From an optimization exercise on the open Yosys and OpenROAD flow, aimed at small area, a short achievable clock period and few clock cycles per item; shortcuts taken in it are not production practice.
Only simulation tests tie the RTL to the original design; equivalence was not proved.

[flow/design.v]
`timescale 1ns/1ps
module line_factor (
    input  wire        clk,
    input  wire        rst,
    input  wire        req_valid,
    output wire        req_ready,
    input  wire [3:0]  req_phase,
    input  wire        req_norm_en,
    input  wire [31:0] req_exp_ref,
    input  wire [31:0] req_exp_meas,
    input  wire [17:0] req_norm_min,
    input  wire [17:0] req_norm_max,
    input  wire        req_drift_upd,
    input  wire        req_drift_first,
    input  wire [17:0] req_drift_mean,
    input  wire [3:0]  req_drift_shift,
    input  wire [17:0] req_drift_ref,
    input  wire [5:0]  req_drift_range,
    output wire        rsp_valid,
    input  wire        rsp_ready,
    output wire [17:0] rsp_ratio,
    output wire        rsp_norm_clamp,
    output wire [17:0] rsp_drift,
    output wire        rsp_drift_clamp
);
    localparam integer S    = 17;                  
    localparam integer D    = S + 3;               
    localparam integer L    = D + 2;               
    reg           rdy_r;
    wire          acc  = req_valid & rdy_r;
    wire          rdy_nx;
    always @(posedge clk) begin
        if (rst) rdy_r <= 1'b1;
        else     rdy_r <= rdy_nx;
    end
    assign req_ready = rdy_r;
    reg [25:0] m_st [0:15];
    reg [16:0] q_st [0:15];
    reg [15:0] m_ok, q_ok;
    reg        a_v;
    reg [3:0]  a_phase;
    reg        a_norm_en;
    reg [31:0] a_ref, a_meas;
    reg [17:0] a_min, a_max;
    reg        a_upd, a_first;
    reg [17:0] a_mean;
    reg [15:0] a_soh;      
    reg [25:0] a_xs;       
    reg [14:0] a_lmask;    
    reg [17:0] a_dref;
    reg [5:0]  a_range;
    reg [25:0] a_mrd;       
    reg        a_mok;       
    reg        a_f1;        
    reg        a_fpre;      
    reg [25:0] a_pre;
    wire [25:0] m_new;           
    reg        p_v     [0:S];
    reg [3:0]  p_phase [0:S];
    reg        p_upd   [0:S];
    reg [25:0] p_qd    [0:S];    
    reg        b_v;
    reg [3:0]  b_phase;
    reg        b_upd;
    reg [25:0] b_ma, b_mb;
    wire [25:0] n_ma, n_mb;      
    always @(posedge clk) begin
        if (rst) a_v <= 1'b0;
        else     a_v <= acc;
        a_phase   <= req_phase;
        a_norm_en <= req_norm_en;
        a_ref     <= req_exp_ref;
        a_meas    <= req_exp_meas;
        a_min     <= req_norm_min;
        a_max     <= req_norm_max;
        a_upd     <= req_drift_upd;
        a_first   <= req_drift_first;
        a_mean    <= req_drift_mean;
        a_soh     <= 16'd1 << req_drift_shift;
        a_xs      <= {req_drift_mean, 8'd0} >> req_drift_shift;
        a_lmask   <= ~(15'h7fff << req_drift_shift);
        a_dref    <= req_drift_ref;
        a_range   <= req_drift_range;
        a_mrd     <= m_st[req_phase];
        a_mok     <= m_ok[req_phase];
        a_f1      <= a_v & a_upd & (a_phase == req_phase);
        a_fpre    <= (b_v & b_upd & (b_phase == req_phase)) |
                     (p_v[0] & p_upd[0] & (p_phase[0] == req_phase));
        a_pre     <= (b_v & b_upd & (b_phase == req_phase)) ? m_new : p_qd[0];
    end
    wire [25:0] x_in = {a_mean, 8'd0};
    wire        a_lp = a_f1 & ~a_first;
    wire [25:0] a_ma = a_first ? x_in : a_f1 ? b_ma : a_fpre ? a_pre :
                       (a_mrd & {26{a_mok}});
    wire [25:0] a_mb = b_mb & {26{a_lp}};
    reg  [25:0] a_sh, b_sh;    
    reg  [25:0] k_pos;         
    reg         c_s;
    integer     j;
    wire [14:0] f_am  = a_ma[14:0] & a_lmask;
    wire [14:0] f_bm  = a_mb[14:0] & a_lmask;
    wire [14:0] f_xm  = x_in[14:0] & a_lmask;
    wire [15:0] f_low = {1'b0, f_am} + {1'b0, f_bm};
    wire [15:0] f_cin = {f_low[15:1], 1'b0};                      
    reg  [15:0] f_2s;                                             
    wire [16:0] f_w0  = {2'b00, f_xm} - {2'b00, f_am} - {2'b00, f_bm};
    wire [16:0] f_w1  = {2'b00, f_xm} + {1'b0, f_2s} - {2'b00, f_am} - {2'b00, f_bm};
    reg  [25:0] k_g [0:5];
    reg  [25:0] k_p [0:5];
    integer     kl, ki;
    always @(*) begin
        k_g[0] = b_ma & b_mb;
        k_p[0] = b_ma ^ b_mb;
        for (kl = 0; kl < 5; kl = kl + 1)
            for (ki = 0; ki < 26; ki = ki + 1)
                if (ki >= (1 << kl)) begin
                    k_g[kl+1][ki] = k_g[kl][ki] | (k_p[kl][ki] & k_g[kl][ki - (1 << kl)]);
                    k_p[kl+1][ki] = k_p[kl][ki] & k_p[kl][ki - (1 << kl)];
                end else begin
                    k_g[kl+1][ki] = k_g[kl][ki];
                    k_p[kl+1][ki] = k_p[kl][ki];
                end
    end
    wire        f_k   = a_lp & k_g[5][25];
    wire        f_brw = c_s ? f_w1[16] : f_w0[16];
    always @(*) begin
        a_sh  = 26'd0;
        b_sh  = 26'd0;
        k_pos = 26'd0;
        c_s   = 1'b0;
        for (j = 0; j < 16; j = j + 1) begin
            a_sh = a_sh | ((a_ma >> j) & {26{a_soh[j]}});
            b_sh = b_sh | ((a_mb >> j) & {26{a_soh[j]}});
            c_s  = c_s | (f_cin[j] & a_soh[j]);
        end
        for (j = 1; j < 16; j = j + 1)
            k_pos[26 - j] = a_soh[j];
        f_2s = a_soh;
    end
    wire [25:0] l1_s = a_ma ^ a_mb ^ a_xs;
    wire [25:0] l1_c = (a_ma & a_mb) | (a_ma & a_xs) | (a_mb & a_xs);
    wire [25:0] l1_d = {l1_c[24:0], 1'b0};
    wire [25:0] l2_o = ~a_sh;
    wire [25:0] l2_s = l1_s ^ l1_d ^ l2_o;
    wire [25:0] l2_c = (l1_s & l1_d) | (l1_s & l2_o) | (l1_d & l2_o);
    wire [25:0] l2_d = {l2_c[24:0], 1'b0};
    wire [25:0] l3_o = ~b_sh;
    wire [25:0] l3_s = l2_s ^ l2_d ^ l3_o;
    wire [25:0] l3_c = (l2_s & l2_d) | (l2_s & l3_o) | (l2_d & l3_o);
    wire [25:0] l3_d = {l3_c[24:0], ~c_s};
    wire [25:0] l4_o = k_pos & {26{f_k}};
    wire [25:0] l4_s = l3_s ^ l3_d ^ l4_o;
    wire [25:0] l4_c = (l3_s & l3_d) | (l3_s & l4_o) | (l3_d & l4_o);
    assign n_ma = l4_s;
    assign n_mb = {l4_c[24:0], ~f_brw};
    wire [32:0] a_sx = {1'b0, a_ref} + {18'd0, a_meas[31:17]};    
    reg        b_norm_en;
    reg [32:0] b_sx;
    reg [31:0] b_meas;
    reg [17:0] b_min, b_max;
    reg [17:0] b_dref;
    reg [5:0]  b_range;
    always @(posedge clk) begin
        if (rst) b_v <= 1'b0;
        else     b_v <= a_v;
        b_phase   <= a_phase;
        b_upd     <= a_upd;
        b_ma      <= n_ma;
        b_mb      <= n_mb;
        b_norm_en <= a_norm_en;
        b_sx      <= a_sx;
        b_meas    <= a_meas;
        b_min     <= a_min;
        b_max     <= a_max;
        b_dref    <= a_dref;
        b_range   <= a_range;
    end
    assign m_new = b_ma + b_mb;
    wire        r_big  = ({1'b0, b_sx[32:2]} >= b_meas) | (b_meas == 32'd0);
    wire [32:0] r_u17  = {1'b0, b_sx[32:1]} - {1'b0, b_meas};    
    wire        r_q17  = ~r_u17[32];
    wire [17:0] r_min0 = b_norm_en ? b_min : 18'd65536;
    wire        c_ltmn = ~b_norm_en;
    wire        c_gtmn = b_norm_en & r_big;
    wire        c_gtmx = b_norm_en & r_big;
    wire        c_eqmn = ~c_ltmn & ~c_gtmn;
    wire        c_eqmx = ~c_gtmx;
    wire        n_ltmn = c_ltmn | (c_eqmn & ~r_q17 & r_min0[17]);
    wire        n_gtmn = c_gtmn | (c_eqmn & r_q17 & ~r_min0[17]);
    wire        n_ltmx = c_eqmx & ~r_q17 & b_max[17];
    wire        n_gtmx = c_gtmx | (c_eqmx & r_q17 & ~b_max[17]);
    wire        r_ob17 = n_ltmn ? r_min0[17] : n_gtmx ? b_max[17] : r_q17;
    reg [32:0] p_rw    [0:S];    
    reg        p_rq    [0:S];    
    reg [31:0] p_rd    [0:S];    
    reg [17:0] p_rnq   [0:S];    
    reg [17:0] p_rmin  [0:S];    
    reg [17:0] p_rmax  [0:S];
    reg        p_ltmin [0:S];    
    reg        p_gtmin [0:S];    
    reg        p_ltmax [0:S];
    reg        p_gtmax [0:S];
    reg        p_nc    [0:S];    
    reg [25:0] p_qw    [0:S];    
    reg        p_qq    [0:S];    
    reg [16:0] p_qnq   [0:S];    
    reg        p_qovf  [0:S];
    reg        p_qzero [0:S];
    reg [5:0]  p_range [0:S];
    reg [17:0] s0_dref;
    always @(posedge clk) begin
        if (rst) p_v[0] <= 1'b0;
        else     p_v[0] <= b_v;
        p_phase[0] <= b_phase;
        p_upd[0]   <= b_upd;
        p_rw[0]    <= {r_u17[31:0], b_sx[0]};
        p_rq[0]    <= r_q17;
        p_rd[0]    <= b_meas;
        p_rnq[0]   <= {b_meas[16:0], r_ob17};
        p_rmin[0]  <= {r_min0[16:0], 1'b0};
        p_rmax[0]  <= {b_max[16:0], 1'b0};
        p_ltmin[0] <= n_ltmn;
        p_gtmin[0] <= n_gtmn;
        p_ltmax[0] <= n_ltmx;
        p_gtmax[0] <= n_gtmx;
        p_nc[0]    <= ~b_norm_en;
        p_qd[0]    <= m_new;
        p_qnq[0]   <= m_new[17:1];
        p_range[0] <= b_range;
        s0_dref    <= b_dref;
    end
    genvar gs;
    generate
        for (gs = 0; gs < S; gs = gs + 1) begin : g_st
            wire [32:0] rw    = p_rw[gs];
            wire        rq    = p_rq[gs];
            wire [32:0] radd  = rq ? ~{1'b0, p_rd[gs]} : {1'b0, p_rd[gs]};
            wire [33:0] rsum  = {rw, 1'b1} + {radd, rq};
            wire        rge   = ~rsum[33];
            wire        mnb   = p_rmin[gs][17];
            wire        mxb   = p_rmax[gs][17];
            wire        eqmn  = ~p_ltmin[gs] & ~p_gtmin[gs];
            wire        eqmx  = ~p_ltmax[gs] & ~p_gtmax[gs];
            wire        ltmin0 = p_ltmin[gs] | (eqmn & mnb);
            wire        gtmax1 = p_gtmax[gs] | (eqmx & ~mxb);
            wire        ob0    = ltmin0 ? mnb : p_gtmax[gs] ? mxb : 1'b0;
            wire        ob1    = p_ltmin[gs] ? mnb : gtmax1 ? mxb : 1'b1;
            wire        ltmin = rge ? p_ltmin[gs] : ltmin0;
            wire        gtmin = rge ? (p_gtmin[gs] | (eqmn & ~mnb)) : p_gtmin[gs];
            wire        ltmax = rge ? p_ltmax[gs] : (p_ltmax[gs] | (eqmx & mxb));
            wire        gtmax = rge ? gtmax1 : p_gtmax[gs];
            wire        obit  = rge ? ob1 : ob0;
            wire [25:0] qw_n;
            wire        qge;
            wire        qovf;
            wire        qzero;
            if (gs == 0) begin : g_q0
                wire [25:0] md  = p_qd[0];
                wire [27:0] ox  = {3'b000, s0_dref, 7'd0};
                wire [27:0] oy  = {20'd0, md[25:18]};
                wire [27:0] oz  = ~{2'b00, md};
                wire [27:0] os  = ox ^ oy ^ oz;
                wire [27:0] oc  = (ox & oy) | (ox & oz) | (oy & oz);
                wire [27:0] osm = os + {oc[26:0], 1'b1};
                wire [27:0] fx  = {2'b00, s0_dref, 7'd0, md[17]};
                wire [27:0] fy  = {19'd0, md[25:18], 1'b0};
                wire [27:0] fs  = fx ^ fy ^ oz;
                wire [27:0] fc  = (fx & fy) | (fx & oz) | (fy & oz);
                wire [27:0] fsm = fs + {fc[26:0], 1'b1};
                assign qovf  = ~osm[27];
                assign qge   = ~fsm[26];
                assign qw_n  = fsm[25:0];
                assign qzero = (md == 26'd0);
            end else begin : g_qn
                wire [26:0] qt   = {p_qw[gs], p_qnq[gs][16]};
                wire [26:0] qadd = p_qq[gs] ? ~{1'b0, p_qd[gs]} : {1'b0, p_qd[gs]};
                wire [27:0] qsum = {qt, 1'b1} + {qadd, p_qq[gs]};
                assign qge   = ~qsum[27];
                assign qw_n  = qsum[26:1];
                assign qovf  = p_qovf[gs];
                assign qzero = p_qzero[gs];
            end
            always @(posedge clk) begin
                if (rst) p_v[gs+1] <= 1'b0;
                else     p_v[gs+1] <= p_v[gs];
                p_phase[gs+1] <= p_phase[gs];
                p_upd[gs+1]   <= p_upd[gs];
                p_rw[gs+1]    <= {rsum[32:1], p_rnq[gs][17]};
                p_rq[gs+1]    <= rge;
                p_rd[gs+1]    <= p_rd[gs];
                p_rnq[gs+1]   <= {p_rnq[gs][16:0], obit};
                p_rmin[gs+1]  <= {p_rmin[gs][16:0], 1'b0};
                p_rmax[gs+1]  <= {p_rmax[gs][16:0], 1'b0};
                p_ltmin[gs+1] <= ltmin;
                p_gtmin[gs+1] <= gtmin;
                p_ltmax[gs+1] <= ltmax;
                p_gtmax[gs+1] <= gtmax;
                p_nc[gs+1]    <= p_nc[gs];
                p_qw[gs+1]    <= qw_n;
                p_qq[gs+1]    <= qge;
                p_qd[gs+1]    <= p_qd[gs];
                p_qnq[gs+1]   <= {p_qnq[gs][15:0], qge};
                p_qovf[gs+1]  <= qovf;
                p_qzero[gs+1] <= qzero;
                if (gs + 1 < S) p_range[gs+1] <= p_range[gs];
            end
        end
    endgenerate
    wire [16:0] qf = p_qnq[S];
    reg [16:0] lo_tab;
    reg [16:0] lim_lo;
    reg [17:0] lim_hi;
    always @(posedge clk) begin
        lim_lo <= lo_tab;
        lim_hi <= 18'd131072 - {1'b0, lo_tab};
    end
    always @(*) begin
        case (p_range[S-1])
            6'd0: lo_tab = 17'd65536;
            6'd1: lo_tab = 17'd64881;
            6'd2: lo_tab = 17'd64225;
            6'd3: lo_tab = 17'd63570;
            6'd4: lo_tab = 17'd62915;
            6'd5: lo_tab = 17'd62259;
            6'd6: lo_tab = 17'd61604;
            6'd7: lo_tab = 17'd60948;
            6'd8: lo_tab = 17'd60293;
            6'd9: lo_tab = 17'd59638;
            6'd10: lo_tab = 17'd58982;
            6'd11: lo_tab = 17'd58327;
            6'd12: lo_tab = 17'd57672;
            6'd13: lo_tab = 17'd57016;
            6'd14: lo_tab = 17'd56361;
            6'd15: lo_tab = 17'd55706;
            6'd16: lo_tab = 17'd55050;
            6'd17: lo_tab = 17'd54395;
            6'd18: lo_tab = 17'd53740;
            6'd19: lo_tab = 17'd53084;
            6'd20: lo_tab = 17'd52429;
            6'd21: lo_tab = 17'd51773;
            6'd22: lo_tab = 17'd51118;
            6'd23: lo_tab = 17'd50463;
            6'd24: lo_tab = 17'd49807;
            6'd25: lo_tab = 17'd49152;
            6'd26: lo_tab = 17'd48497;
            6'd27: lo_tab = 17'd47841;
            6'd28: lo_tab = 17'd47186;
            6'd29: lo_tab = 17'd46531;
            6'd30: lo_tab = 17'd45875;
            6'd31: lo_tab = 17'd45220;
            6'd32: lo_tab = 17'd44564;
            6'd33: lo_tab = 17'd43909;
            6'd34: lo_tab = 17'd43254;
            6'd35: lo_tab = 17'd42598;
            6'd36: lo_tab = 17'd41943;
            6'd37: lo_tab = 17'd41288;
            6'd38: lo_tab = 17'd40632;
            6'd39: lo_tab = 17'd39977;
            6'd40: lo_tab = 17'd39322;
            6'd41: lo_tab = 17'd38666;
            6'd42: lo_tab = 17'd38011;
            6'd43: lo_tab = 17'd37356;
            6'd44: lo_tab = 17'd36700;
            6'd45: lo_tab = 17'd36045;
            6'd46: lo_tab = 17'd35389;
            6'd47: lo_tab = 17'd34734;
            6'd48: lo_tab = 17'd34079;
            6'd49: lo_tab = 17'd33423;
            6'd50: lo_tab = 17'd32768;
            6'd51: lo_tab = 17'd32113;
            6'd52: lo_tab = 17'd31457;
            6'd53: lo_tab = 17'd30802;
            6'd54: lo_tab = 17'd30147;
            6'd55: lo_tab = 17'd29491;
            6'd56: lo_tab = 17'd28836;
            6'd57: lo_tab = 17'd28180;
            6'd58: lo_tab = 17'd27525;
            6'd59: lo_tab = 17'd26870;
            6'd60: lo_tab = 17'd26214;
            6'd61: lo_tab = 17'd25559;
            6'd62: lo_tab = 17'd24904;
            6'd63: lo_tab = 17'd24248;
            default: lo_tab = 17'd65536;
        endcase
    end
    reg [16:0] q_sel;
    reg        q_sel_c;
    always @(*) begin
        q_sel   = qf;
        q_sel_c = 1'b0;
        if (p_qzero[S] || p_qovf[S]) begin
            q_sel   = lim_hi[16:0];
            q_sel_c = 1'b1;
        end else if (qf < lim_lo) begin
            q_sel   = lim_lo;
            q_sel_c = 1'b1;
        end else if ({1'b0, qf} > lim_hi) begin
            q_sel   = lim_hi[16:0];
            q_sel_c = 1'b1;
        end
    end
    reg        e_v, e_upd, e_qc, e_rc;
    reg [3:0]  e_phase;
    reg [16:0] e_q;
    reg [17:0] e_r;
    always @(posedge clk) begin
        if (rst) e_v <= 1'b0;
        else     e_v <= p_v[S];
        e_phase <= p_phase[S];
        e_upd   <= p_upd[S];
        e_q     <= q_sel;
        e_qc    <= q_sel_c;
        e_r     <= p_rnq[S];
        e_rc    <= (p_ltmin[S] | p_gtmax[S]) & ~p_nc[S];
    end
    wire        f_v     = e_v;
    wire [16:0] q_rd    = q_ok[e_phase] ? q_st[e_phase] : 17'd65536;
    wire [16:0] q_out   = e_upd ? e_q : q_rd;
    wire        q_out_c = e_upd & e_qc;
    wire [36:0] f_data  = {q_out_c, q_out, e_rc, e_r};
    always @(posedge clk) begin
        if (p_v[0] && p_upd[0])
            m_st[p_phase[0]] <= p_qd[0];
        if (e_v && e_upd)
            q_st[e_phase] <= e_q;
    end
    always @(posedge clk) begin
        if (rst) begin
            m_ok <= 16'd0;
            q_ok <= 16'd0;
        end else begin
            if (p_v[0] && p_upd[0])
                m_ok[p_phase[0]] <= 1'b1;
            if (e_v && e_upd)
                q_ok[e_phase] <= 1'b1;
        end
    end
    reg          o_v;
    reg [36:0]   o_data;
    reg [36:0]   rg_d [0:L-1];
    reg [4:0]    rg_s [0:L-1];
    reg [L-1:0]  rg_v;
    reg [4:0]    hd_seq, tl_seq;
    wire   rg_empty = ~|rg_v;
    wire   o_free   = ~o_v | rsp_ready;
    wire   hd_here  = rg_v[L-1] & (rg_s[L-1] == hd_seq);
    wire   pop      = o_free & hd_here;
    wire   direct   = o_free & rg_empty & f_v;
    wire   push     = f_v & ~direct;
    assign take   = o_v & rsp_ready;
    assign rdy_nx = ~(push | (rg_v[L-1] & ~pop));
    integer k;
    always @(posedge clk) begin
        for (k = 1; k < L; k = k + 1) begin
            rg_d[k] <= rg_d[k-1];
            rg_s[k] <= rg_s[k-1];
        end
        rg_d[0] <= f_v ? f_data : rg_d[L-1];
        rg_s[0] <= f_v ? tl_seq : rg_s[L-1];
        if (o_free) o_data <= hd_here ? rg_d[L-1] : f_data;
    end
    always @(posedge clk) begin
        if (rst) begin
            o_v    <= 1'b0;
            rg_v   <= {L{1'b0}};
            hd_seq <= 5'd0;
            tl_seq <= 5'd0;
        end else begin
            if (o_free) o_v <= pop | direct;
            rg_v   <= {rg_v[L-2:0], push | (rg_v[L-1] & ~pop)};
            if (pop)  hd_seq <= hd_seq + 5'd1;
            if (push) tl_seq <= tl_seq + 5'd1;
        end
    end
    assign rsp_valid       = o_v;
    assign rsp_ratio       = o_data[17:0];
    assign rsp_norm_clamp  = o_data[18];
    assign rsp_drift       = {1'b0, o_data[35:19]};
    assign rsp_drift_clamp = o_data[36];
endmodule
[flow/flow/run.sh]
#!/bin/bash
set -euo pipefail
bash standard.sh SETUP_SLACK_MARGIN=6.0 finish > flow_make.log 2>&1
[flow/standard.sh]
#!/bin/bash
# synth_recipe.tcl (not shown) runs the flow's synth.tcl, then flattens the netlist and writes it again
# the make line also repeats each setting of config.mk as NAME=value (left out here)
make -C /OpenROAD-flow-scripts/flow DESIGN_CONFIG=/design/flow/config.mk WORK_HOME=/design/flow/orfs CLKGATE_MAP_FILE= SYNTH_SCRIPT=/design/flow/synth_recipe.tcl "${@:-finish}"
[flow/config.mk]
export PLATFORM = sky130hd
export DESIGN_NAME = line_factor
export DESIGN_NICKNAME = line_factor
export VERILOG_FILES = /design/flow/design.v
export SDC_FILE = /design/flow/constraint.sdc
export NUM_CORES = 4
export LEC_CHECK = 0
export CAP_MARGIN = 20
export CORE_MARGIN = 2
export CORE_UTILIZATION = 50
export CTS_CLUSTER_DIAMETER = 100
export CTS_CLUSTER_SIZE = 24
export SLEW_MARGIN = 20
[flow/constraint.sdc]
create_clock -name core_clock -period 10.0 [get_ports {clk}]
set_input_delay 2.0000 -clock core_clock [delete_from_list [all_inputs] [get_ports {clk}]]
set_output_delay 2.0000 -clock core_clock [all_outputs]
set_load 0.01 [all_outputs]
==> results.sh, run 1 <==
export IMPL_overflow=0
export IMPL_dpl_hpwl_mm=255
export IMPL_cts_sinks=5193
export IMPL_via_count=112000
export IMPL_final_cell_count_no_fill=21400
export IMPL_final_util_pct=54.5
export IMPL_slew_violations=0
export IMPL_syn_num_nets=17600
export IMPL_synthToLayoutAreaGrowth_pct=8.90
export IMPL_ys_seq_area_share_pct=57.7
export IMPL_ios=197
export IMPL_synth_cell_types=96
export IMPL_coreArea_um2=385000
export IMPL_syn_inst=16000
export IMPL_fmax_ghz=0.242
export IMPL_antenna_found_initial=8
export IMPL_arrival_ps=4970
export IMPL_synth_area_um2=193000
export IMPL_status="timing/DRC/antenna clean"
export IMPL_period_needed_ps=4120
export IMPL_synth_edf_count=725
export IMPL_ys_flop_type="dfxtp_1"
export IMPL_first_pass_iters=7
export IMPL_crit_slowest_cell="fa_1"
export IMPL_setup_tns_ps=0
export IMPL_die_w_um=625
export IMPL_drtIter0Drc=6759
export IMPL_criticalPathCategory="flop to flop"
export IMPL_fin_crit_sh_pct=41.2
export IMPL_crit_family="compound AO/OA/AOI/OAI gates"
export IMPL_via_per_inst=5.21
export IMPL_dp_cells=21000
export IMPL_grt_use_total_pct=18.3
export IMPL_gp_congestion=0.875
export IMPL_synthTopCellsByCount="4468 x dfxtp_1, 1306 x ha_1, 1235 x xor2_1, 1070 x a21oi_1, 783 x xnor2_1"
export IMPL_tightest_slew_ps=1090
export IMPL_cts_tree="yes"
export IMPL_synth_area_leaders="dfxtp_1 46%, edfxtp_1 11%, ha_1 8.5%"
export IMPL_rsz0062_at_grt="yes"
export IMPL_async_reset_ff_share_pct=0
export IMPL_final_antenna_net_count=0
export IMPL_ctsLongestPathBuffers=4
export IMPL_grt_pass1_vias=110000
export IMPL_finalWirelength_mm=367
export IMPL_postSynthAreaPerCell_um2=12.1
export IMPL_cp_required_ps=10840
export IMPL_grt_max_degree=62
export IMPL_ctsRootBufferMaster="clkbuf_16"
export IMPL_yosys_warnings=27
export IMPL_crit_buf_inv=2
export IMPL_crit_path_frequent_cell="a21o_1"
export IMPL_cpPeakStageDelay_ps=470
export IMPL_drc_errors=0
export IMPL_ys_ff_latch=5193
export IMPL_synth_area_leader_cell="dfxtp_1"
export IMPL_maxCapViolations=0
export IMPL_finClkSkew_ps=89.1
export IMPL_hold_viol=0
export IMPL_layout_nets=17800
export IMPL_end_kind="flop"
export IMPL_worst_setup_path_start_kind="flop"
export IMPL_clk_pin_slew_worst_paths_ps=100
export IMPL_synth_most_common_cell="dfxtp_1"
export IMPL_timing_final_ws_setup_ps=5880
export IMPL_hold_path_class="flop to flop"
export IMPL_synth_top_area_share_pct=46.4
export IMPL_routedWlPerCell_um=17.1
export IMPL_io_buffers=195
export IMPL_numCtsBuffers=243
export IMPL_clock_latency_ps=1020
export IMPL_worstPathCellList="buf_12 > nand3b_1 > a311oi_1 > buf_4 > nand2_2 > fa_1 > ha_1 > ha_1 > a21o_1 > a21o_1 > a21o_1 > a21oi_2 > o21ai_1 > a31o_2 > a21oi_2 > xnor2_1 > mux2_4"
export IMPL_setup_viol=0
export IMPL_fillers=33000
export IMPL_die_height_um=625
export IMPL_start_util_pct=50.1
export IMPL_post_place_ws_ps=4800
export IMPL_relSlewSlack_pct=27.3
export IMPL_ctsHtreeMaxLevel=4
export IMPL_layout_drive_gt1_share_pct=7.20
export IMPL_cp_max_fo=12
export IMPL_core_rowCount=228
export IMPL_die_area_um2=391000
export IMPL_grt_pass1_wl_mm=584
==> sequential cells by signal, indices dropped and copies added (netlist names), 33 cells and up <==
signal	count
p_qnq	288
m_st	416
rg_d	814
p_rmin	153
p_rnq	307
b_sx	33
p_rd	408
p_phase	72
p_rw	545
p_rmax	153
q_st	272
p_qd	307
p_range	96
p_qw	416
rg_s	110
o_data	37
==> path summary, 6_finish.rpt <==
kind | endpoint | start | cells past startpoint | slack (ps)
setup / recovery | b_mb[0]$_DFF_P_ | a_fpre$_DFF_P_ | 17 | 5880
hold / removal | rg_s[2][3]$_DFF_P_ | rg_s[1][3]$_DFF_P_ | 0 | 280
setup reg to reg | b_mb[0]$_DFF_P_ | a_fpre$_DFF_P_ | 17 | 5880
hold reg to reg | rg_s[2][3]$_DFF_P_ | rg_s[1][3]$_DFF_P_ | 0 | 280
==> cell type report <==
class	count	area, um2	share of cell area [%]
clock buffer	313	6440	3.07
sequential	5193	111000	53.0
multi-input combinational	9769	78800	37.5
antenna	2	5.00	0.00238
timing repair buffer	455	4370	2.08
inverter	600	2260	1.08
clock inverter	23	405	0.193
tap	5060	6330	3.02
==> what timing repair did <==
item                                    4_1_cts  5_1_grt
gates resized for setup                     137      168
pin swaps                                    15       78
hold buffers                                  0        0
cloned                                        3        5
buffers inserted                             19       70
hold endpoints to repair                      0        0
endpoints found under the setup margin      187      145
==> layout by cell type, fill, tap and decap left out, drive strengths merged, types with 69 or more instances in the layout <==
master / n
a22oi: 134
a22o: 69
a31oi: 86
fa: 114
buf: 254
clkbuf: 322
nor3: 177
xnor2: 786
nor2b: 170
edfxtp: 725
o21a: 146
o21bai: 177
nand3: 256
and3: 111
o21ai: 473
xor2: 1235
nand2b: 150
nand4: 104
nor2: 765
a21oi: 1071
a221oi: 92
a21o: 502
ha: 1306
clkdlybuf4s50: 169
a211oi: 90
nand2: 555
mux4: 226
mux2: 81
dfxtp: 4468
inv: 613
==> routing by layer <==
layer	routed length [um]	vias to the layer above	track usage, %
li1	-	56600	-
met1	172000	52000	24.9
met2	165000	2375	30.3
met3	16800	678	2.22
met4	13000	0	6.19
met5	0	-	0
==> metrics by stage <==
| step | cell area [um2] | hold WS (ps) |
|---|---|---|
| after CTS | 208000 | 280 |
| after global placement | 201000 | 310 |
| final | 210000 | 276 |
| after detailed placement | 201000 | 312 |
| after global routing | 210000 | 263 |
| after floorplan | 193000 | 310 |
==> logic make-up (layout without fill, tap and decap cells) <==
family,after synthesis,in the layout,share of synthesized area (%)
flops,5193,5193,57.7
compound gates,3384,3384,11.6
simple gates,2582,2582,6.49
xor+xnor,2021,2021,9.20
fa+ha+maj,1420,1420,9.66
buf+inv,1013,1391,1.99
mux,361,361,3.39
other cells,1,3,0.00195
Testbench counts, summed over its fixed seeds: cycles 2,576, items 2,400.
==> inputs of run 2 (changes only) <==
==> flow/flow/run.sh (replaced) <==
#!/bin/bash
set -euo pipefail
bash standard.sh SETUP_SLACK_MARGIN=6.6 finish > flow_make.log 2>&1
==> results.sh, run 2 <==
export IMPL_async_reset_ff_share_pct=0
export IMPL_grt_pass1_vias=112000
export IMPL_period_needed_ps=4080
export IMPL_grt_pass1_wl_mm=603
export IMPL_antenna_found_initial=9
export IMPL_clk_pin_slew_worst_paths_ps=90
export IMPL_syn_inst=16000
export IMPL_cts_tree="yes"
export IMPL_ios=197
export IMPL_rsz0062_at_grt="yes"
export IMPL_yosys_warnings=27
export IMPL_first_pass_iters=9
export IMPL_via_per_inst=5.22
export IMPL_layout_common_cells="4413 x dfxtp_1, 1247 x ha_1, 1222 x xor2_1, 908 x a21oi_1, 770 x xnor2_1"
export IMPL_fin_crit_sh_pct=40.8
export IMPL_placed_area_um2=201000
export IMPL_setup_viol=0
export IMPL_end_kind="flop"
export IMPL_synthToLayoutAreaGrowth_pct=13.5
export IMPL_ys_flop_type="dfxtp_1"
export IMPL_drc_errors=0
export IMPL_routedWlPerCell_um=17.8
export IMPL_criticalPathCategory="flop to flop"
export IMPL_hold_viol=0
export IMPL_final_antenna_net_count=0
export IMPL_worst_setup_path_start_kind="flop"
export IMPL_cp_max_fo=17
export IMPL_status="timing/DRC/antenna clean"
export IMPL_ctsLongestPathBuffers=4
export IMPL_hold_path_class="flop to flop"
export IMPL_ctsHtreeMaxLevel=4
export IMPL_core_rowCount=228
export IMPL_crit_slowest_cell="fa_1"
export IMPL_synth_edf_count=725
export IMPL_start_util_pct=50.1
export IMPL_ys_ff_latch=5193
export IMPL_layout_nets=18400
export IMPL_synth_top_area_share_pct=46.4
export IMPL_synth_area_leader_cell="dfxtp_1"
export IMPL_synth_area_leaders="dfxtp_1 46%, edfxtp_1 11%, ha_1 8.5%"
export IMPL_dp_cells=21000
export IMPL_fmax_ghz=0.245
export IMPL_setup_tns_ps=0
export IMPL_drtIter0Drc=6921
export IMPL_synthTopCellsByCount="4468 x dfxtp_1, 1306 x ha_1, 1235 x xor2_1, 1070 x a21oi_1, 783 x xnor2_1"
export IMPL_regMostFlops="rg_d"
export IMPL_cts_sinks=5193
export IMPL_layout_commonest_cell="dfxtp_1"
export IMPL_final_util_pct=56.9
export IMPL_numCtsBuffers=243
export IMPL_io_buffers=195
export IMPL_final_cell_count_no_fill=21900
export IMPL_tightest_slew_ps=992
export IMPL_fillers=31900
export IMPL_coreArea_um2=385000
export IMPL_largest_register_ffs=814
export IMPL_postSynthAreaPerCell_um2=12.1
export IMPL_ys_seq_area_share_pct=57.7
export IMPL_grt_max_degree=87
export IMPL_via_count=114000
export IMPL_top_regs="rg_d (814), p_rw (545)"
export IMPL_gp_congestion=0.864
export IMPL_grt_use_total_pct=19.0
export IMPL_layout_drive_gt1_share_pct=13.7
export IMPL_cpPeakStageDelay_ps=560
export IMPL_slew_violations=0
export IMPL_worstPathCellList="buf_12 > buf_12 > nand2_8 > o22ai_1 > a21oi_1 > buf_6 > nand2_4 > fa_1 > fa_1 > ha_4 > a21o_1 > a21oi_2 > nor2b_1 > a2111oi_2 > o21ai_1 > a31o_2 > a21oi_2 > xnor2_1 > mux2_2"
export IMPL_final_cell_area_um2=219000
export IMPL_finClkSkew_ps=58.3
export IMPL_synth_area_um2=193000
export IMPL_ctsRootBufferMaster="clkbuf_16"
export IMPL_syn_num_nets=17600
export IMPL_relSlewSlack_pct=33.9
export IMPL_die_height_um=625
export IMPL_clock_latency_ps=980
export IMPL_maxCapViolations=0
export IMPL_finalWirelength_mm=390
export IMPL_dpl_hpwl_mm=254
export IMPL_cts_hold_buf=0
export IMPL_overflow=0
export IMPL_synth_cell_types=96
export IMPL_die_area_um2=391000
export IMPL_cp_required_ps=10850
export IMPL_synth_most_common_cell="dfxtp_1"
export IMPL_die_w_um=625
export IMPL_arrival_ps=4930
[run 2: timing repair]
item / in CTS / in global routing
gates resized for setup: 777 / 554
gates cloned: 35 / 21
setup buffers: 321 / 250
pin swaps: 349 / 463
endpoints found under the setup margin: 448 / 358
[run 2: stage by stage]
stage / hold WS, ps / worst slack, ps
global placement: 310 / 5090
CTS: 275 / 5960
detailed placement: 312 / 5060
finish: 279 / 5920
floorplan: 310 / 6000
global route: 272 / 5770
[run 2: final timing paths]
check / startpoint / to / slack, ps / cells past startpoint
min: rg_s[11][4]$_DFF_P_ / rg_s[12][4]$_DFF_P_ / 280 / 0
max reg2reg: a_f1$_DFF_P_ / b_mb[0]$_DFF_P_ / 5920 / 19
min reg2reg: rg_s[11][4]$_DFF_P_ / rg_s[12][4]$_DFF_P_ / 280 / 0
max: a_f1$_DFF_P_ / b_mb[0]$_DFF_P_ / 5920 / 19
[run 2: logic make-up (layout without fill, tap and decap cells)]
logic type,count (synthesis),count (layout),share of synthesized area (%)
DFF,5193,5193,57.7
AOI/OAI and AO/OA,3384,3389,11.6
and+or+nand+nor,2582,2583,6.49
xor gates and xnor gates,2021,2021,9.20
adders and majority gates,1420,1420,9.66
buffers and inverters,1013,1901,1.99
muxes,361,361,3.39
other,1,7,0.00195
[run 2: cell type report]
class / instances / area [um2] / area share [%]
diodes: 6 / 15.0 / 0.00686
clock buffers: 311 / 6430 / 2.94
clock inverters: 22 / 422 / 0.193
inverters: 600 / 2270 / 1.04
multi-input cells: 9775 / 82300 / 37.6
flip-flops and latches: 5193 / 111000 / 50.9
well taps: 5060 / 6330 / 2.89
repair buffers: 967 / 9720 / 4.44
repair inverters: 1 / 5.00 / 0.00229
[run 2: worst max-delay path: cells and delay by family (launching register included)]
| family | cells | cell delay [ps] |
|---|---|---|
| adder cells (fa/ha/maj) | 3 | 1250 |
| buffers and inverters | 3 | 430 |
| AND/OR/NAND/NOR | 3 | 270 |
| AO/OA/AOI/OAI | 8 | 1310 |
| flip-flops | 1 | 390 |
| XOR/XNOR | 1 | 70 |
| multiplexers | 1 | 250 |
[run 2: metal layers]
| layer | share of wire (%) | vias up | GRT usage [%] |
|---|---|---|---|
| met3 | 4.6 | 731 | 2.58 |
| met2 | 46 | 2440 | 31.8 |
| li1 | - | 57600 | - |
| met1 | 46 | 53600 | 25.7 |
| met5 | 0 | - | 0 |
| met4 | 3.1 | 0 | 5.64 |
==> inputs of run 3 (changes only) <==
==> flow/flow/run.sh (replaced) <==
#!/bin/bash
set -euo pipefail
bash standard.sh SETUP_SLACK_MARGIN=6.8 finish > flow_make.log 2>&1
==> results.sh, run 3 <==
export IMPL_clock_latency_ps=980
export IMPL_tightest_slew_ps=1080
export IMPL_period_needed_ps=4140
export IMPL_worstPathCellList="buf_12 > buf_16 > nand3b_1 > a311oi_2 > buf_4 > nand2_2 > fa_1 > ha_1 > ha_1 > a21o_1 > a21o_1 > a21o_1 > a21oi_2 > o21ai_1 > a31o_2 > a21oi_2 > xnor2_1 > mux2_2"
export IMPL_crit_slowest_cell="fa_1"
export IMPL_grt_use_total_pct=20.0
export IMPL_ctsHtreeMaxLevel=4
export IMPL_synth_area_um2=193000
export IMPL_finalWirelength_mm=411
export IMPL_grt_pass1_wl_mm=625
export IMPL_ctsRootBufferMaster="clkbuf_16"
export IMPL_postSynthAreaPerCell_um2=12.1
export IMPL_grt_pass1_vias=114000
export IMPL_hold_path_class="flop to flop"
export IMPL_ys_seq_area_share_pct=57.7
export IMPL_status="timing/DRC/antenna clean"
export IMPL_async_reset_ff_share_pct=0
export IMPL_die_height_um=625
export IMPL_synth_most_common_cell="dfxtp_1"
export IMPL_syn_num_nets=17600
export IMPL_synth_area_leaders="dfxtp_1 46%, edfxtp_1 11%, ha_1 8.5%"
export IMPL_setup_tns_ps=0
export IMPL_rsz0062_at_grt="yes"
export IMPL_yosys_warnings=27
export IMPL_ctsLongestPathBuffers=4
export IMPL_maxCapViolations=0
export IMPL_setup_viol=0
export IMPL_via_per_inst=5.23
export IMPL_crit_path_frequent_cell="a21o_1"
export IMPL_criticalPathCategory="flop to flop"
export IMPL_layout_common_cells="4395 x dfxtp_1, 1227 x ha_1, 1199 x xor2_1, 815 x a21oi_1, 802 x buf_4"
export IMPL_hold_viol=0
export IMPL_start_util_pct=50.1
export IMPL_dpl_hpwl_mm=264
export IMPL_final_antenna_net_count=0
export IMPL_antenna_found_initial=13
export IMPL_ys_ff_latch=5193
export IMPL_synth_area_leader_cell="dfxtp_1"
export IMPL_via_count=116000
export IMPL_layout_drive_gt1_share_pct=16.7
export IMPL_coreArea_um2=385000
export IMPL_fmax_ghz=0.242
export IMPL_syn_inst=16000
export IMPL_synth_cell_types=96
export IMPL_drtIter0Drc=7395
export IMPL_synth_top_area_share_pct=46.4
export IMPL_cts_sinks=5193
export IMPL_synthTopCellsByCount="4468 x dfxtp_1, 1306 x ha_1, 1235 x xor2_1, 1070 x a21oi_1, 783 x xnor2_1"
export IMPL_cpPeakStageDelay_ps=480
export IMPL_first_pass_iters=12
export IMPL_ios=197
export IMPL_core_rowCount=228
export IMPL_fin_crit_sh_pct=41.4
export IMPL_die_w_um=625
export IMPL_largest_register_ffs=814
export IMPL_fillers=31500
export IMPL_cts_tree="yes"
export IMPL_top_regs="rg_d (814), p_rw (545)"
export IMPL_layout_commonest_cell="dfxtp_1"
export IMPL_reg2reg_setup_slack_ps=5860
export IMPL_die_area_um2=391000
export IMPL_relSlewSlack_pct=27.7
export IMPL_multiInputGateArea_um2=84200
export IMPL_synthToLayoutAreaGrowth_pct=15.7
export IMPL_finClkSkew_ps=54.9
export IMPL_final_seq_area_um2=111000
export IMPL_routedWlPerCell_um=18.5
export IMPL_regMostFlops="rg_d"
export IMPL_clk_pin_slew_worst_paths_ps=100
export IMPL_layout_nets=18600
export IMPL_cts_hold_buf=0
export IMPL_worst_setup_path_start_kind="flop"
export IMPL_slew_violations=0
export IMPL_grt_max_degree=73
export IMPL_end_kind="flop"
export IMPL_arrival_ps=4980
export IMPL_overflow=0
export IMPL_numCtsBuffers=243
export IMPL_cp_max_fo=7
export IMPL_cp_required_ps=10850
export IMPL_synth_edf_count=725
export IMPL_gp_congestion=0.922
export IMPL_drc_errors=0
export IMPL_io_buffers=195
export IMPL_ys_flop_type="dfxtp_1"
run 3: routing by layer:
metal | vias to the layer above | GRT usage [%] | wire length, um
met5 | - | 0 | 0
met4 | 0 | 7.45 | 16800
met3 | 799 | 2.59 | 18700
met2 | 2454 | 34.7 | 198000
met1 | 54800 | 25.4 | 178000
li1 | 58100 | - | -
run 3: worst max-delay path: cells and delay by family (launching register included):
family                   cells  cell delay [ps]
AO/OA/AOI/OAI                8             1430
XOR/XNOR                     1               70
adder cells (fa/ha/maj)      3             1080
buffers and inverters        3              460
flip-flops                   1              370
multiplexers                 1              250
AND/OR/NAND/NOR              2              310
run 3: timing repair:
action,4_1_cts,5_1_grt
resized for setup,1009,729
hold endpoints to repair,0,0
setup buffers,528,318
gates cloned,37,18
endpoints found under the setup margin,730,450
pin swaps,537,659
run 3: area by class of cell:
| cell class | count | area share, % |
|---|---|---|
| repair inverters | 1 | 0.00224 |
| clock inverters | 25 | 0.180 |
| well taps | 5060 | 2.84 |
| repair buffers | 1230 | 5.34 |
| clock buffers | 310 | 2.87 |
| flip-flops and latches | 5193 | 50.0 |
| diodes | 9 | 0.0101 |
| multi-input cells | 9771 | 37.8 |
| inverters | 600 | 1.02 |
run 3: final timing paths:
check,start,endpoint,depth (start not counted)
worst max-delay path,a_fpre$_DFF_P_,b_mb[0]$_DFF_P_,18
worst max register to register,a_fpre$_DFF_P_,b_mb[0]$_DFF_P_,18
worst min-delay path,rg_d[14][6]$_DFF_P_,rg_d[15][6]$_DFF_P_,0
worst min register to register,rg_d[14][6]$_DFF_P_,rg_d[15][6]$_DFF_P_,0
run 3: kinds of logic after synthesis:
group | Yosys count | share of synthesized area (%)
AOI/OAI and AO/OA | 3384 | 11.6
muxes | 361 | 3.39
xor gates and xnor gates | 2021 | 9.20
buffers and inverters | 1013 | 1.99
adders and majority gates | 1420 | 9.66
DFF | 5193 | 57.7
other | 1 | 0.00195
and+or+nand+nor | 2582 | 6.49
run 3: metrics by stage:
step / hold WS [ps] / area [um2] / std cells / util [%] / setup WS (ps)
floorplan: 310 / 195000 / 16000 / - / 6000
global placement: 310 / 201000 / 21000 / 52.3 / 5180
detailed placement: 312 / 201000 / 21000 / 52.3 / 5160
CTS: 294 / 217000 / 21900 / 56.3 / 5910
global route: 295 / 223000 / 22200 / 57.9 / 5720
finish: 295 / 223000 / 22200 / 57.9 / 5860
==> inputs of run 4 (changes only) <==
--- a/flow/design.v
+++ b/flow/design.v
@@ -66,2 +66,10 @@
     wire [25:0] n_ma, n_mb;      
+    wire [15:0] ph_oh = 16'd1 << req_phase;
+    reg  [25:0] m_rd;
+    integer     pk;
+    always @(*) begin
+        m_rd = 26'd0;
+        for (pk = 0; pk < 16; pk = pk + 1)
+            m_rd = m_rd | (m_st[pk] & {26{ph_oh[pk]}});
+    end
     always @(posedge clk) begin
@@ -83,4 +91,4 @@
         a_range   <= req_drift_range;
-        a_mrd     <= m_st[req_phase];
-        a_mok     <= m_ok[req_phase];
+        a_mrd     <= m_rd;
+        a_mok     <= |(m_ok & ph_oh);
         a_f1      <= a_v & a_upd & (a_phase == req_phase);
@@ -470,4 +478,4 @@
             rg_v   <= {rg_v[L-2:0], push | (rg_v[L-1] & ~pop)};
-            if (pop)  hd_seq <= hd_seq + 5'd1;
-            if (push) tl_seq <= tl_seq + 5'd1;
+            if (pop | direct) hd_seq <= hd_seq + 5'd1;
+            if (f_v)  tl_seq <= tl_seq + 5'd1;
         end
==> flow/flow/run.sh (replaced) <==
#!/bin/bash
set -euo pipefail
bash standard.sh SETUP_SLACK_MARGIN=6.4 finish > flow_make.log 2>&1
==> results.sh, run 4 <==
export IMPL_worst_setup_path_start_kind="flop"
export IMPL_die_area_um2=388000
export IMPL_ctsLongestPathBuffers=4
export IMPL_hold_viol=0
export IMPL_regMostFlops="rg_d"
export IMPL_reg2regPathDepth=17
export IMPL_largest_register_ffs=814
export IMPL_grt_max_degree=87
export IMPL_synth_area_leaders="dfxtp_1 47%, edfxtp_1 11%, ha_1 8.5%"
export IMPL_synth_most_common_cell="dfxtp_1"
export IMPL_synthTopCellsByCount="4468 x dfxtp_1, 1306 x ha_1, 1267 x xor2_1, 1043 x a21oi_1, 774 x nor2_1"
export IMPL_final_seq_area_um2=111000
export IMPL_tightest_slew_ps=1130
export IMPL_end_kind="flop"
export IMPL_yosys_area_share_adder_pct=9.72
export IMPL_synth_area_leader_cell="dfxtp_1"
export IMPL_synth_edf_count=725
export IMPL_numCtsBuffers=242
export IMPL_timing_final_ws_setup_ps=6000
export IMPL_setup_viol=0
export IMPL_synthMuxAreaShare_pct=1.83
export IMPL_cts_tree="yes"
export IMPL_setup_tns_ps=0
export IMPL_crit_buf_inv=2
export IMPL_postSynthAreaPerCell_um2=12.0
export IMPL_final_antenna_net_count=0
export IMPL_maxCapViolations=0
export IMPL_synth_xor_area_share_pct=9.16
export IMPL_drc_errors=0
export IMPL_hold_path_class="flop to flop"
export IMPL_grt_pass1_wl_mm=607
export IMPL_coreArea_um2=382000
export IMPL_criticalPathCategory="flop to flop"
export IMPL_ys_ff_latch=5193
export IMPL_clock_latency_ps=1020
export IMPL_synth_top_family_by_area="compound AO/OA/AOI/OAI gates"
export IMPL_start_util_pct=50.2
export IMPL_first_pass_iters=7
export IMPL_layout_drive_gt1_share_pct=10.4
export IMPL_ctsRootBufferMaster="clkbuf_16"
export IMPL_whs_ps=262
export IMPL_period_needed_ps=4000
export IMPL_drtIter0Drc=7313
export IMPL_io_buffers=195
export IMPL_gp_congestion=0.886
export IMPL_syn_num_nets=17600
export IMPL_layout_commonest_cell="dfxtp_1"
export IMPL_top_regs="rg_d (814), p_rw (545)"
export IMPL_cpPeakStageDelay_ps=470
export IMPL_die_height_um=623
export IMPL_post_place_ws_ps=4920
export IMPL_multiInputGateArea_um2=80200
export IMPL_fillers=32500
export IMPL_synth_top_area_share_pct=46.7
export IMPL_finClkSkew_ps=89.9
export IMPL_dpl_hpwl_mm=261
export IMPL_grt_pass1_vias=111000
export IMPL_core_rowCount=227
export IMPL_holdPathStages=0
export IMPL_fin_crit_sh_pct=40.0
export IMPL_syn_inst=16000
export IMPL_via_per_inst=5.25
export IMPL_cts_hold_buf=0
export IMPL_layout_nets=18200
export IMPL_ios=197
export IMPL_ys_flop_type="dfxtp_1"
export IMPL_synth_cell_types=103
export IMPL_grt_use_total_pct=19.3
export IMPL_slew_violations=0
export IMPL_crit_family="compound AO/OA/AOI/OAI gates"
export IMPL_synthToLayoutAreaGrowth_pct=11.8
export IMPL_via_count=114000
export IMPL_layout_common_cells="4413 x dfxtp_1, 1278 x ha_1, 1255 x xor2_1, 963 x a21oi_1, 737 x nor2_1"
export IMPL_critical_path_depth=17
export IMPL_relSlewSlack_pct=24.6
export IMPL_crit_slowest_cell="fa_1"
export IMPL_cts_sinks=5193
export IMPL_ctsHtreeMaxLevel=4
export IMPL_synth_area_um2=192000
export IMPL_antenna_found_initial=11
export IMPL_ys_seq_area_share_pct=58.1
export IMPL_fmax_ghz=0.250
export IMPL_rsz0062_at_grt="yes"
export IMPL_synth_simple_area_share_pct=6.72
export IMPL_finalWirelength_mm=395
export IMPL_worstPathCellList="buf_12 > nand3b_1 > a311oi_4 > and2_4 > inv_2 > fa_1 > ha_1 > ha_1 > a21oi_2 > nor2b_1 > o211ai_1 > a21oi_2 > o31a_1 > o21ai_1 > a21oi_1 > xnor2_1 > mux2i_1"
export IMPL_yosys_warnings=27
export IMPL_routedWlPerCell_um=18.2
export IMPL_status="timing/DRC/antenna clean"
export IMPL_cp_required_ps=10780
export IMPL_overflow=0
export IMPL_synth_compound_area_share_pct=12.7
export IMPL_async_reset_ff_share_pct=0
export IMPL_die_w_um=623
export IMPL_cp_max_fo=10
export IMPL_arrival_ps=4780
export IMPL_clk_pin_slew_worst_paths_ps=90
==> run 4: changes by cell type after synthesis, moves of 27 or more <==
cell,before,now
xnor2_1,783,734
o21ai_0,466,519
o21a_1,146,184
mux4_2,226,94
a22o_1,69,173
a21oi_1,1070,1043
xor2_1,1235,1267
nor2b_1,170,203
inv_1,598,522
a221oi_1,89,196
nand3_1,256,214
==> run 4: final cells by class <==
class	instances	share of cell area [%]
flip-flops and latches	5193	52.0
multi-input cells	9895	37.4
repair buffers	757	3.53
clock buffers	314	2.98
well taps	5038	2.94
inverters	524	0.924
clock inverters	24	0.164
diodes	12	0.0140
==> run 4: per-layer routing <==
layer	vias up	share of wire, %	track usage, %
li1	57500	-	-
met1	53600	45	26.2
met2	2513	46	31.9
met3	706	4.8	2.37
met4	0	3.8	6.98
met5	-	0	0
==> run 4: final timing paths <==
kind	startpoint	end	slack, ps
worst max register to register	a_fpre$_DFF_P_	b_mb[0]$_DFF_P_	6000
worst max-delay path	a_fpre$_DFF_P_	b_mb[0]$_DFF_P_	6000
worst min register to register	p_qnq[12][4]$_DFF_P_	p_qnq[13][5]$_DFF_P_	260
worst min-delay path	p_qnq[12][4]$_DFF_P_	p_qnq[13][5]$_DFF_P_	260
==> run 4: kinds of logic after synthesis <==
family	count (synthesis)
simple gates	2621
other cells	1
xor+xnor	2002
mux	222
compound gates	3617
flops	5193
buf+inv	930
fa+ha+maj	1420
==> run 4: timing repair <==
action                                  CTS  global route
resized for setup                       611           399
pin swaps                               155           263
cloned                                   28            20
endpoints found under the setup margin  353           235
buffers inserted                        157           227
==> run 4: stage by stage <==
stage               cell area (um2)  std cells  util [%]
floorplan                    192000      16000         -
global placement             200000      21000      52.3
detailed placement           200000      21000      52.3
CTS                          210000      21500      55.1
global route                 214000      21800      56.1
finish                       214000      21800      56.1
Testbench counts of run 4, summed over its fixed seeds: cycles 2,576, items 2,400.
==> inputs of run 5 (changes only) <==
--- a/flow/config.mk
+++ b/flow/config.mk
@@ -11,3 +11,3 @@
 export CTS_CLUSTER_DIAMETER = 100
-export CTS_CLUSTER_SIZE = 24
+export CTS_CLUSTER_SIZE = 28
 export SLEW_MARGIN = 20
==> results.sh, run 5 <==
export IMPL_critPathLaunch="a_fpre$_DFF_P_"
export IMPL_synth_area_leader_cell="dfxtp_1"
export IMPL_cts_hold_buf=0
export IMPL_syn_inst=16000
export IMPL_status="timing/DRC/antenna clean"
export IMPL_ys_ff_latch=5193
export IMPL_met3_usage_pct=2.41
export IMPL_final_util_pct=56.1
export IMPL_synth_most_common_cell="dfxtp_1"
export IMPL_top_regs="rg_d (814), p_rw (545)"
export IMPL_final_antenna_net_count=0
export IMPL_synth_top_area_share_pct=46.7
export IMPL_synthToLayoutAreaGrowth_pct=11.8
export IMPL_slew_violations=0
export IMPL_yosys_warnings=27
export IMPL_hold_path_class="flop to flop"
export IMPL_r2r_start="a_fpre$_DFF_P_"
export IMPL_overflow=0
export IMPL_via_count=114000
export IMPL_finalWirelength_mm=396
export IMPL_drtIter0Drc=7386
export IMPL_synth_edf_count=725
export IMPL_rsz0062_at_grt="yes"
export IMPL_ctsRootBufferMaster="clkbuf_16"
export IMPL_synth_area_um2=192000
export IMPL_worst_setup_path_start_kind="flop"
export IMPL_die_w_um=623
export IMPL_synthTopCellsByCount="4468 x dfxtp_1, 1306 x ha_1, 1267 x xor2_1, 1043 x a21oi_1, 774 x nor2_1"
export IMPL_layout_nets=18200
export IMPL_synth_cell_types=103
export IMPL_fin_crit_sh_pct=40.9
export IMPL_die_height_um=623
export IMPL_ctsHtreeMaxLevel=4
export IMPL_dp_cells=21000
export IMPL_start_util_pct=50.2
export IMPL_grt_pass1_vias=111000
export IMPL_layout_commonest_cell="dfxtp_1"
export IMPL_synth_area_leaders="dfxtp_1 47%, edfxtp_1 11%, ha_1 8.5%"
export IMPL_grt_use_total_pct=19.3
export IMPL_drc_errors=0
export IMPL_use_met2_pct=31.9
export IMPL_coreArea_um2=382000
export IMPL_postSynthAreaPerCell_um2=12.0
export IMPL_end_kind="flop"
export IMPL_reg2regPathDepth=18
export IMPL_setup_worst_path_end="b_ma[6]$_DFF_P_"
export IMPL_relSlewSlack_pct=23.2
export IMPL_setup_viol=0
export IMPL_cp_required_ps=10790
export IMPL_ys_flop_type="dfxtp_1"
export IMPL_maxCapViolations=0
export IMPL_cts_tree="yes"
export IMPL_antenna_found_initial=11
export IMPL_first_pass_iters=7
export IMPL_core_rowCount=227
export IMPL_grt_max_degree=87
export IMPL_cts_sinks=5193
export IMPL_clock_latency_ps=960
export IMPL_use_met1_pct=26.1
export IMPL_ctsLongestPathBuffers=4
export IMPL_tightest_slew_ps=1150
export IMPL_clk_pin_slew_worst_paths_ps=110
export IMPL_regMostFlops="rg_d"
export IMPL_fillers=32500
export IMPL_numCtsBuffers=215
export IMPL_ys_seq_area_share_pct=58.1
export IMPL_period_needed_ps=4090
export IMPL_via_per_inst=5.26
export IMPL_final_seq_area_um2=111000
export IMPL_gp_congestion=0.886
export IMPL_setup_tns_ps=0
export IMPL_reg2reg_setup_slack_ps=5910
export IMPL_ios=197
export IMPL_die_area_um2=388000
export IMPL_multiInputGateArea_um2=80400
export IMPL_layout_common_cells="4411 x dfxtp_1, 1264 x ha_1, 1258 x xor2_1, 961 x a21oi_1, 734 x nor2_1"
export IMPL_dpl_hpwl_mm=261
export IMPL_post_place_ws_ps=4920
export IMPL_finClkSkew_ps=80.9
export IMPL_final_cell_count_no_fill=21800
export IMPL_grt_pass1_wl_mm=608
export IMPL_syn_num_nets=17600
export IMPL_regToRegEndpoint="b_ma[6]$_DFF_P_"
export IMPL_arrival_ps=4870
export IMPL_timing_final_ws_setup_ps=5910
export IMPL_cp_max_fo=8
export IMPL_grt_busiest_layer="met2"
export IMPL_largest_register_ffs=814
export IMPL_layout_drive_gt1_share_pct=10.6
export IMPL_hold_viol=0
export IMPL_fmax_ghz=0.245
export IMPL_async_reset_ff_share_pct=0
export IMPL_routedWlPerCell_um=18.2
export IMPL_io_buffers=195
export IMPL_criticalPathCategory="flop to flop"
-- run 5: cell counts after synthesis --
No cell type changed its count.
-- run 5: cell families (layout without fill, tap and decap cells) --
kind of cell	Yosys count	in the layout	synth area share, %
other	1	12	0.00196
multiplexers	222	222	1.83
adder cells (fa/ha/maj)	1420	1420	9.72
AND/OR/NAND/NOR	2621	2630	6.72
buffers and inverters	930	1611	1.84
AO/OA/AOI/OAI	3617	3622	12.7
XOR/XNOR	2002	2002	9.16
flip-flops	5193	5193	58.1
-- run 5: what timing repair did --
action                     CTS  global route
buffers inserted           170           223
setup endpoints to repair  354           237
pin swaps                  147           259
cloned                      30            23
resized for setup          618           441
-- run 5: per-layer routing --
| layer | wire length [um] | vias to the layer above |
|---|---|---|
| li1 | - | 57500 |
| met2 | 182000 | 2508 |
| met3 | 18900 | 730 |
| met5 | 0 | - |
| met1 | 180000 | 53700 |
| met4 | 15400 | 0 |
-- run 5: through the flow --
| stage | hold WS (ps) | cell area (um2) |
|---|---|---|
| after detailed placement | 312 | 200000 |
| after floorplan | 310 | 192000 |
| final | 287 | 214000 |
| after global routing | 280 | 214000 |
| after CTS | 270 | 210000 |
| after global placement | 310 | 200000 |
-- run 5: cell type report --
cell class	count	share of cell area [%]
Antenna cell	11	0.0129
Clock buffer	285	2.71
Clock inverter	33	0.256
Inverter	524	0.924
Multi-Input combinational cell	9897	37.5
Sequential cell	5193	52.0
Tap cell	5038	2.94
Timing Repair Buffer	769	3.63
-- run 5: worst min path at each step --
stage	startpoint	to	slack, ps	depth (start not counted)
after detailed placement	p_rmax[9][10]$_DFF_P_	p_rmax[10][11]$_DFF_P_	310	0
after floorplan	a_dref[0]$_DFF_P_	b_dref[0]$_DFF_P_	310	0
final	p_rmin[0][15]$_SDFF_PN0_	p_rmin[1][16]$_DFF_P_	290	0
after global placement	rg_s[6][0]$_DFF_P_	rg_s[7][0]$_DFF_P_	310	0
after CTS	p_rmin[0][15]$_SDFF_PN0_	p_rmin[1][16]$_DFF_P_	270	0
after global routing	p_rmin[0][15]$_SDFF_PN0_	p_rmin[1][16]$_DFF_P_	280	0
-- run 5: worst max-delay path, stage by stage (launching register included) --
cell and delay, ps:
dfxtp_4 440, buf_12 150, nor2b_4 50, buf_12 130
buf_12 130, buf_4 160, buf_8 140, a22oi_2 240
a21oi_4 180, buf_6 160, buf_4 130, a22o_1 230
a221oi_2 150, and3_1 240, nand3_2 90, fa_1 490
inv_1 50, fa_2 530, ha_2 270

## afterwards: timing with drivers on the ports
The results above use ideal ports. As a check the final layouts listed here were re-extracted and re-timed, cells and wires unchanged.
Step 1 (the two cells are an assumption about what drives the block):
set clk [get_ports {clk}]
set_driving_cell -lib_cell sky130_fd_sc_hd__clkbuf_16 $clk
set_driving_cell -lib_cell sky130_fd_sc_hd__buf_2 [delete_from_list [all_inputs] $clk]
Step 2 moves the port delays by t, midway between the first and last clock arrival at a register: inputs arrive t later, outputs are due t later. That takes back most of the time a late clock gives input paths.
Three values: no drivers, after step 1, after step 2; two values: the first two.
run	shift t [ns]	slack for setup (ns)	worst hold slack (ns)	clock arrival spread, ns	pins driven straight from the clock port
run 1	1.086	5.875 / 5.875 / 5.200	0.276 / 0.276 / 0.276	0.102 / 0.103	1
run 2	1.074	5.924 / 5.924 / 5.715	0.279 / 0.279 / 0.279	0.073 / 0.073	1
run 3	1.078	5.861 / 5.861 / 5.861	0.295 / 0.295 / 0.295	0.078 / 0.077	1
run 4	1.062	6.003 / 6.003 / 5.511	0.262 / 0.262 / 0.262	0.129 / 0.129	1
run 5	1.028	5.915 / 5.915 / 5.541	0.287 / 0.287 / 0.287	0.086 / 0.086	1
After both steps setup and hold are still met in every run listed. For run 1, which loses most, drivers alone change the setup slack by 0.000 ns; drivers and shift together by -0.675 ns.
